Background: an optimization exercise with open tools, aiming at small area, a short achievable clock period and few clock cycles. Do not read the settings as production practice. Power and IR drop assume default switching activity.

==> job 6198 <==
==> flow/design.v <==
module chk_unit (
    input  wire        clk,
    input  wire        rst,
    input  wire        cfg_enable,
    input  wire        cfg_restart,
    input  wire [6:0]  cfg_width,
    input  wire [63:0] cfg_poly,
    input  wire [63:0] cfg_init,
    input  wire [63:0] cfg_xorout,
    input  wire        cfg_refin,
    input  wire        cfg_refout,
    input  wire [1:0]  cfg_mode,
    input  wire        cfg_scope,
    input  wire [1:0]  cfg_fold_mode,
    input  wire [63:0] cfg_fold_tag,
    input  wire [63:0] cfg_expect,
    input  wire        clr_mismatch_hist,
    input  wire        in_valid,
    output wire        in_ready,
    input  wire [7:0]  in_data,
    input  wire        in_first,
    input  wire        in_last,
    input  wire [63:0] in_tag,
    output reg         item_done,
    output reg  [63:0] result,
    output reg         st_enabled,
    output reg         st_mismatch,
    output reg         st_mismatch_hist,
    output reg  [31:0] items,
    output reg  [31:0] mismatches,
    output reg  [63:0] last_bad
);
    reg         rdy;         
    reg         feed;        
    reg         pre;         
    reg         tact;        
    reg  [2:0]  tcnt;        
    reg         fin;         
    reg  [7:0]  byte_q;
    reg         v_q;         
    reg         l_q;         
    reg  [6:0]  s_width;
    reg  [63:0] s_poly;
    reg  [63:0] s_xorout;
    reg         s_refin;
    reg         s_refout;
    reg  [1:0]  s_mode;
    reg  [1:0]  s_fold;
    reg         s_scope;
    reg  [63:0] s_tag;
    reg  [63:0] cmpv;        
    reg  [2:0]  held;
    reg  [63:0] crc;
    assign in_ready = rdy;
    wire start = cfg_enable & (cfg_restart | ~st_enabled);
    wire kill  = ~cfg_enable | cfg_restart | ~st_enabled;
    wire acc   = in_valid & rdy;
    wire cap   = pre | (rdy & ~feed);    
    wire [2:0]  nb    = s_width[5:3];
    wire        full  = (held == nb);
    wire        m2    = (s_mode == 2'd2);
    wire [7:0]  tbyte = s_tag[{tcnt, 3'b000} +: 8];
    wire [7:0]  dbyte = tact ? tbyte : (m2 ? cmpv[7:0] : byte_q);
    wire        dstep = v_q & ~tact;
    wire        step  = tact | (dstep & (~m2 | full));
    wire [71:0] xc = {crc, 8'd0} >> s_width;       
    wire [71:0] xp = {s_poly, 8'd0} >> s_width;    
    reg  [7:0]  b;
    reg  [7:0]  f;
    reg  [63:0] nx;
    reg  [63:0] mask;
    reg         t;
    integer     i, j;
    always @* begin
        for (i = 0; i < 8; i = i + 1)
            b[i] = s_refin ? dbyte[i] : dbyte[7 - i];
        for (i = 0; i < 8; i = i + 1) begin
            t = xc[7 - i] ^ b[i];
            for (j = 0; j < i; j = j + 1)
                t = t ^ (f[j] & xp[8 - i + j]);
            f[i] = t;
        end
        for (i = 0; i < 64; i = i + 1)
            mask[i] = (s_width > i);
        nx = crc << 8;
        for (i = 0; i < 8; i = i + 1)
            nx = nx ^ ({64{f[i]}} & (s_poly << (7 - i)));
        nx = nx & mask;
    end
    reg  [63:0] rev;
    always @* for (i = 0; i < 64; i = i + 1) rev[i] = crc[63 - i];
    wire [63:0] res       = (s_refout ? (rev >> (7'd64 - s_width)) : crc) ^ s_xorout;
    wire        compared  = (s_mode != 2'd0);
    wire        bad       = compared & (res != cmpv);
    wire [31:0] items_inc = items + {31'd0, ~&items};
    always @(posedge clk) begin
        if (cap) begin
            s_width  <= cfg_width;
            s_poly   <= cfg_poly;
            s_xorout <= cfg_xorout;
            s_refin  <= cfg_refin;
            s_refout <= cfg_refout;
            s_mode   <= cfg_mode;
            s_fold   <= cfg_fold_mode;
            s_tag    <= (cfg_fold_mode == 2'd2) ? in_tag : cfg_fold_tag;
        end
        if (start)
            s_scope <= cfg_scope;
        if (cap & (pre | ~s_scope))
            crc <= cfg_init;
        else if (step)
            crc <= nx;
        if (cap) begin
            cmpv <= (cfg_mode == 2'd2) ? 64'd0 : cfg_expect;
            held <= 3'd0;
        end else if (dstep & m2) begin
            for (i = 0; i < 4; i = i + 1)
                if (i == nb - 3'd1)
                    cmpv[8*i +: 8] <= byte_q;
                else if (i < nb - 3'd1)
                    cmpv[8*i +: 8] <= cmpv[8*i + 8 +: 8];
            if (!full)
                held <= held + 3'd1;
        end
        if (rdy) begin
            byte_q <= in_data;
            l_q    <= in_last;
        end
        if (tact)
            tcnt <= tcnt + 3'd1;
        else
            tcnt <= 3'd0;
        if (rst) begin
            rdy   <= 1'b1;
            feed  <= 1'b0;
            pre   <= 1'b0;
            tact  <= 1'b0;
            v_q   <= 1'b0;
            fin   <= 1'b0;
            s_scope <= 1'b0;
        end else begin
            fin <= dstep & l_q & ~kill;
            if (kill)
                v_q <= 1'b0;
            else if (rdy)
                v_q <= acc & (in_first | feed);
            else
                v_q <= v_q & tact;
            if (kill) begin
                feed <= 1'b0;
                tact <= 1'b0;
                pre  <= start;
                rdy  <= ~start;
            end else begin
                pre <= 1'b0;
                if (pre) begin
                    tact <= s_scope & (cfg_fold_mode == 2'd1);
                    rdy  <= ~(s_scope & (cfg_fold_mode == 2'd1));
                end else if (tact) begin
                    if (tcnt == 3'd7) begin
                        tact <= 1'b0;
                        rdy  <= ~(v_q & l_q);
                    end
                end else begin
                    if (acc) begin
                        if (in_first) begin
                            feed <= ~in_last;
                            if (cfg_fold_mode != 2'd0 && !s_scope) begin
                                tact <= 1'b1;
                                rdy  <= 1'b0;
                            end else
                                rdy  <= ~in_last;
                        end else if (feed & in_last) begin
                            feed <= 1'b0;
                            rdy  <= 1'b0;
                        end
                    end
                    if (dstep & l_q)
                        rdy <= 1'b1;
                end
            end
        end
        if (rst) begin
            item_done        <= 1'b0;
            result           <= 64'd0;
            st_enabled       <= 1'b0;
            st_mismatch      <= 1'b0;
            st_mismatch_hist <= 1'b0;
            items            <= 32'd0;
            mismatches       <= 32'd0;
            last_bad         <= 64'd0;
        end else begin
            st_enabled <= cfg_enable;
            item_done  <= fin;
            if (fin) begin
                result <= res;
                if (compared)
                    st_mismatch <= bad;
            end
            if (start)
                items <= 32'd0;
            else if (fin)
                items <= items_inc;
            if (fin & bad) begin
                mismatches <= mismatches + {31'd0, ~&mismatches};
                last_bad   <= (s_fold == 2'd2) ? s_tag : {32'd0, items_inc};
            end
            st_mismatch_hist <= (fin & bad) | (st_mismatch_hist & ~clr_mismatch_hist);
        end
    end
endmodule
==> flow/run.sh <==
#!/bin/bash
# synth_recipe.tcl (not shown) runs the flow's synth.tcl, then flattens the netlist and writes it again
# the make line also repeats each setting of config.mk as NAME=value (left out here)
make -C /OpenROAD-flow-scripts/flow DESIGN_CONFIG=/design/flow/config.mk WORK_HOME=/design/flow/orfs CLKGATE_MAP_FILE= SYNTH_SCRIPT=/design/flow/synth_recipe.tcl finish
==> flow/config.mk <==
export PLATFORM = sky130hd
export DESIGN_NAME = chk_unit
export DESIGN_NICKNAME = chk_unit
export VERILOG_FILES = /design/flow/design.v
export SDC_FILE = /design/flow/constraint.sdc
export NUM_CORES = 4
export LEC_CHECK = 0
export CAP_MARGIN = 20
export CORE_MARGIN = 2
export CORE_UTILIZATION = 25
export PLACE_DENSITY = 0.35
export SLEW_MARGIN = 20
==> flow/constraint.sdc <==
create_clock -name core_clock -period 25.0 [get_ports {clk}]
set_input_delay 5.0000 -clock core_clock [delete_from_list [all_inputs] [get_ports {clk}]]
set_output_delay 5.0000 -clock core_clock [all_outputs]
set_load 0.01 [all_outputs]
==> inputs of job 5916, as changes to job 6198 <==
==> flow/design.v, changed modules only <==
module chk_unit (
    input  wire        clk,
    input  wire        rst,
    input  wire        cfg_enable,
    input  wire        cfg_restart,
    input  wire [6:0]  cfg_width,
    input  wire [63:0] cfg_poly,
    input  wire [63:0] cfg_init,
    input  wire [63:0] cfg_xorout,
    input  wire        cfg_refin,
    input  wire        cfg_refout,
    input  wire [1:0]  cfg_mode,
    input  wire        cfg_scope,
    input  wire [1:0]  cfg_fold_mode,
    input  wire [63:0] cfg_fold_tag,
    input  wire [63:0] cfg_expect,
    input  wire        clr_mismatch_hist,
    input  wire        in_valid,
    output wire        in_ready,
    input  wire [7:0]  in_data,
    input  wire        in_first,
    input  wire        in_last,
    input  wire [63:0] in_tag,
    output reg         item_done,
    output reg  [63:0] result,
    output reg         st_enabled,
    output reg         st_mismatch,
    output reg         st_mismatch_hist,
    output reg  [31:0] items,
    output reg  [31:0] mismatches,
    output reg  [63:0] last_bad
);
    reg         rdy;         
    reg         feed;        
    reg         pre;         
    reg         tact;        
    reg  [2:0]  tcnt;        
    reg         fin;         
    reg  [7:0]  byte_q;
    reg         v_q;         
    reg         l_q;         
    reg  [6:0]  s_width;
    reg  [5:0]  s_rsh;       
    reg  [63:0] s_poly;
    reg  [63:0] s_xorout;
    reg         s_refin;
    reg         s_refout;
    reg  [1:0]  s_mode;
    reg  [1:0]  s_fold;
    reg         s_scope;
    reg  [63:0] s_tag;
    reg  [63:0] cmpv;        
    reg  [2:0]  held;
    reg  [63:0] crc;
    assign in_ready = rdy;
    wire start = cfg_enable & (cfg_restart | ~st_enabled);
    wire kill  = ~cfg_enable | cfg_restart | ~st_enabled;
    wire acc   = in_valid & rdy;
    reg  cap;                
    reg  rdy_n, feed_n, pre_n, tact_n;
    always @* begin
        rdy_n  = rdy;
        feed_n = feed;
        pre_n  = 1'b0;
        tact_n = tact;
        if (kill) begin
            feed_n = 1'b0;
            tact_n = 1'b0;
            pre_n  = start;
            rdy_n  = ~start;
        end else if (pre) begin
            tact_n = s_scope & (cfg_fold_mode == 2'd1);
            rdy_n  = ~(s_scope & (cfg_fold_mode == 2'd1));
        end else if (tact) begin
            if (tcnt == 3'd7) begin
                tact_n = 1'b0;
                rdy_n  = ~(v_q & l_q);
            end
        end else begin
            if (acc) begin
                if (in_first) begin
                    feed_n = ~in_last;
                    if (cfg_fold_mode != 2'd0 && !s_scope) begin
                        tact_n = 1'b1;
                        rdy_n  = 1'b0;
                    end else
                        rdy_n  = ~in_last;
                end else if (feed & in_last) begin
                    feed_n = 1'b0;
                    rdy_n  = 1'b0;
                end
            end
            if (v_q & l_q)
                rdy_n = 1'b1;
        end
    end
    wire [2:0]  nb    = s_width[5:3];
    wire        full  = (held == nb);
    wire        m2    = (s_mode == 2'd2);
    wire [7:0]  tbyte = s_tag[{tcnt, 3'b000} +: 8];
    wire [7:0]  dbyte = tact ? tbyte : (m2 ? cmpv[7:0] : byte_q);
    wire        dstep = v_q & ~tact;
    wire        step  = tact | (dstep & (~m2 | full));
    function [7:0] win;
        input [63:0] v;
        input [6:0]  w;
        reg   [38:0] a5;
        reg   [22:0] a4;
        reg   [14:0] a3;
        reg   [10:0] a2;
        reg   [8:0]  a1;
        reg   [7:0]  a0;
        begin
            a5 = w[5] ? v[62:24] : {v[30:0], 8'd0};
            a4 = w[4] ? a5[38:16] : a5[22:0];
            a3 = w[3] ? a4[22:8]  : a4[14:0];
            a2 = w[2] ? a3[14:4]  : a3[10:0];
            a1 = w[1] ? a2[10:2]  : a2[8:0];
            a0 = w[0] ? a1[8:1]   : a1[7:0];
            win = w[6] ? v[63:56] : a0;
        end
    endfunction
    wire [7:0]  xc = win(crc, s_width);       
    wire [7:0]  xp = win(s_poly, s_width);    
    reg  [7:0]  b;
    reg  [7:0]  f;
    reg  [63:0] nx;
    reg  [63:0] mask;
    reg         t;
    integer     i, j;
    always @* begin
        for (i = 0; i < 8; i = i + 1)
            b[i] = s_refin ? dbyte[i] : dbyte[7 - i];
        for (i = 0; i < 8; i = i + 1) begin
            t = xc[7 - i] ^ b[i];
            for (j = 0; j < i; j = j + 1)
                t = t ^ (f[j] & xp[8 - i + j]);
            f[i] = t;
        end
        for (i = 0; i < 64; i = i + 1)
            mask[i] = (s_width > i);
        nx = crc << 8;
        for (i = 0; i < 8; i = i + 1)
            nx = nx ^ ({64{f[i]}} & (s_poly << (7 - i)));
        nx = nx & mask;
    end
    reg  [63:0] rev;
    always @* for (i = 0; i < 64; i = i + 1) rev[i] = crc[63 - i];
    wire [63:0] tcrc      = s_refout ? (rev >> s_rsh) : crc;
    wire [63:0] res       = tcrc ^ s_xorout;
    wire        compared  = (s_mode != 2'd0);
    wire        bad       = compared & (res != cmpv);
    wire [31:0] items_inc = items + {31'd0, ~&items};
    always @(posedge clk) begin
        if (cap) begin
            s_width  <= cfg_width;
            s_rsh    <= 6'd0 - cfg_width[5:0];
            s_poly   <= cfg_poly;
            s_xorout <= cfg_xorout;
            s_refin  <= cfg_refin;
            s_refout <= cfg_refout;
            s_mode   <= cfg_mode;
            s_fold   <= cfg_fold_mode;
            s_tag    <= (cfg_fold_mode == 2'd2) ? in_tag : cfg_fold_tag;
        end
        if (start)
            s_scope <= cfg_scope;
        if (cap & (pre | ~s_scope))
            crc <= cfg_init;
        else if (step)
            crc <= nx;
        if (cap) begin
            cmpv <= (cfg_mode == 2'd2) ? 64'd0 : cfg_expect;
            held <= 3'd0;
        end else if (dstep & m2) begin
            for (i = 0; i < 4; i = i + 1)
                if (i == nb - 3'd1)
                    cmpv[8*i +: 8] <= byte_q;
                else if (i < nb - 3'd1)
                    cmpv[8*i +: 8] <= cmpv[8*i + 8 +: 8];
            if (!full)
                held <= held + 3'd1;
        end
        if (rdy) begin
            byte_q <= in_data;
            l_q    <= in_last;
        end
        if (tact)
            tcnt <= tcnt + 3'd1;
        else
            tcnt <= 3'd0;
        if (rst) begin
            rdy     <= 1'b1;
            cap     <= 1'b1;
            feed    <= 1'b0;
            pre     <= 1'b0;
            tact    <= 1'b0;
            v_q     <= 1'b0;
            fin     <= 1'b0;
            s_scope <= 1'b0;
        end else begin
            rdy  <= rdy_n;
            cap  <= pre_n | (rdy_n & ~feed_n);
            feed <= feed_n;
            pre  <= pre_n;
            tact <= tact_n;
            fin  <= dstep & l_q & ~kill;
            if (kill)
                v_q <= 1'b0;
            else if (rdy)
                v_q <= acc & (in_first | feed);
            else
                v_q <= v_q & tact;
        end
        if (rst) begin
            item_done        <= 1'b0;
            result           <= 64'd0;
            st_enabled       <= 1'b0;
            st_mismatch      <= 1'b0;
            st_mismatch_hist <= 1'b0;
            items            <= 32'd0;
            mismatches       <= 32'd0;
            last_bad         <= 64'd0;
        end else begin
            st_enabled <= cfg_enable;
            item_done  <= fin;
            if (fin) begin
                result <= res;
                if (compared)
                    st_mismatch <= bad;
            end
            if (start)
                items <= 32'd0;
            else if (fin)
                items <= items_inc;
            if (fin & bad) begin
                mismatches <= mismatches + {31'd0, ~&mismatches};
                last_bad   <= (s_fold == 2'd2) ? s_tag : {32'd0, items_inc};
            end
            st_mismatch_hist <= (fin & bad) | (st_mismatch_hist & ~clr_mismatch_hist);
        end
    end
endmodule
==> flow/flow/run.sh (new file) <==
#!/bin/bash
# The standard layout (standard.sh), with two changes to how it is made:
# port buffers are the small sky130 buffer instead of the delay buffer the
# resizer picks, and timing repair aims for a period below the clock period.
# The clock, its period and the I/O constraints are the standard flow's, unchanged.
set -euo pipefail
export BUFFER_PORTS_ARGS="-buffer_cell sky130_fd_sc_hd__buf_1"
export SETUP_SLACK_MARGIN=18
bash standard.sh > standard.log 2>&1
==> flow/standard.sh (new file) <==
#!/bin/bash
# synth_recipe.tcl (not shown) runs the flow's synth.tcl, then flattens the netlist and writes it again
# the make line also repeats each setting of config.mk as NAME=value (left out here)
make -C /OpenROAD-flow-scripts/flow DESIGN_CONFIG=/design/flow/config.mk WORK_HOME=/design/flow/orfs CLKGATE_MAP_FILE= SYNTH_SCRIPT=/design/flow/synth_recipe.tcl "${@:-finish}"
removed: flow/run.sh
==> run notes <==
|  | job 5916 | job 6198 |
|---|---|---|
| Number of antenna violations at the first check in global routing | 14 | 38 |
| Proportion of netlist area held by the largest area contributor | 26.2% | 23.9% |
| Crit path buf inv count | 4 | 3 |
| Run status | complete, no violations | complete, no violations |
| Non-clock buffers | 788 | 718 |
| First-pass GRT wire length | 286,000 microns | 308,000 microns |
| Relative contribution of the clock network to total power | 16.1% | 16.4% |
| F_max | 0.146 GHz | 0.114 GHz |
| Final sequential cell count | 557 | 551 |
| Weighted congestion reported at the end of routability-driven placement | 0.963 | 0.929 |
| Clock skew after layout | 0.0521 ns | 0.0401 ns |
| Clock transition at path regs | 0.06 ns | 0.05 ns |
| Final routed wire length divided by cell count | 30.6 microns | 31.3 microns |
No functional check of the RTL was part of any run of this note.

==> re-timing with driven ports <==
No port has a modelled driver above. Below, the same layouts with a new extraction and two added sets of constraints.
Step 1 sets driving cells, clkbuf_16 on the clock port and buf_2 on the other inputs (assumed; they add their load-dependent delay and slew).
Step 2 also shifts input and output timing later by t, the mid clock arrival at the registers, as if the neighbouring blocks saw the same clock.
a / b / c = ideal / step 1 / step 2; a / b = the first two.
| run | t (ns) | slack for setup (ns) | hold WS [ns] | worst setup path after step 2 |
|---|---|---|---|---|
| job 6198 | 0.772 | 16.226 / 16.226 / 16.226 | 0.470 / 0.470 / 0.470 | register to register |
| job 5916 | 0.790 | 18.166 / 18.166 / 18.166 | 0.429 / 0.429 / 0.429 | register to register |
After both steps every run listed still meets setup and hold.
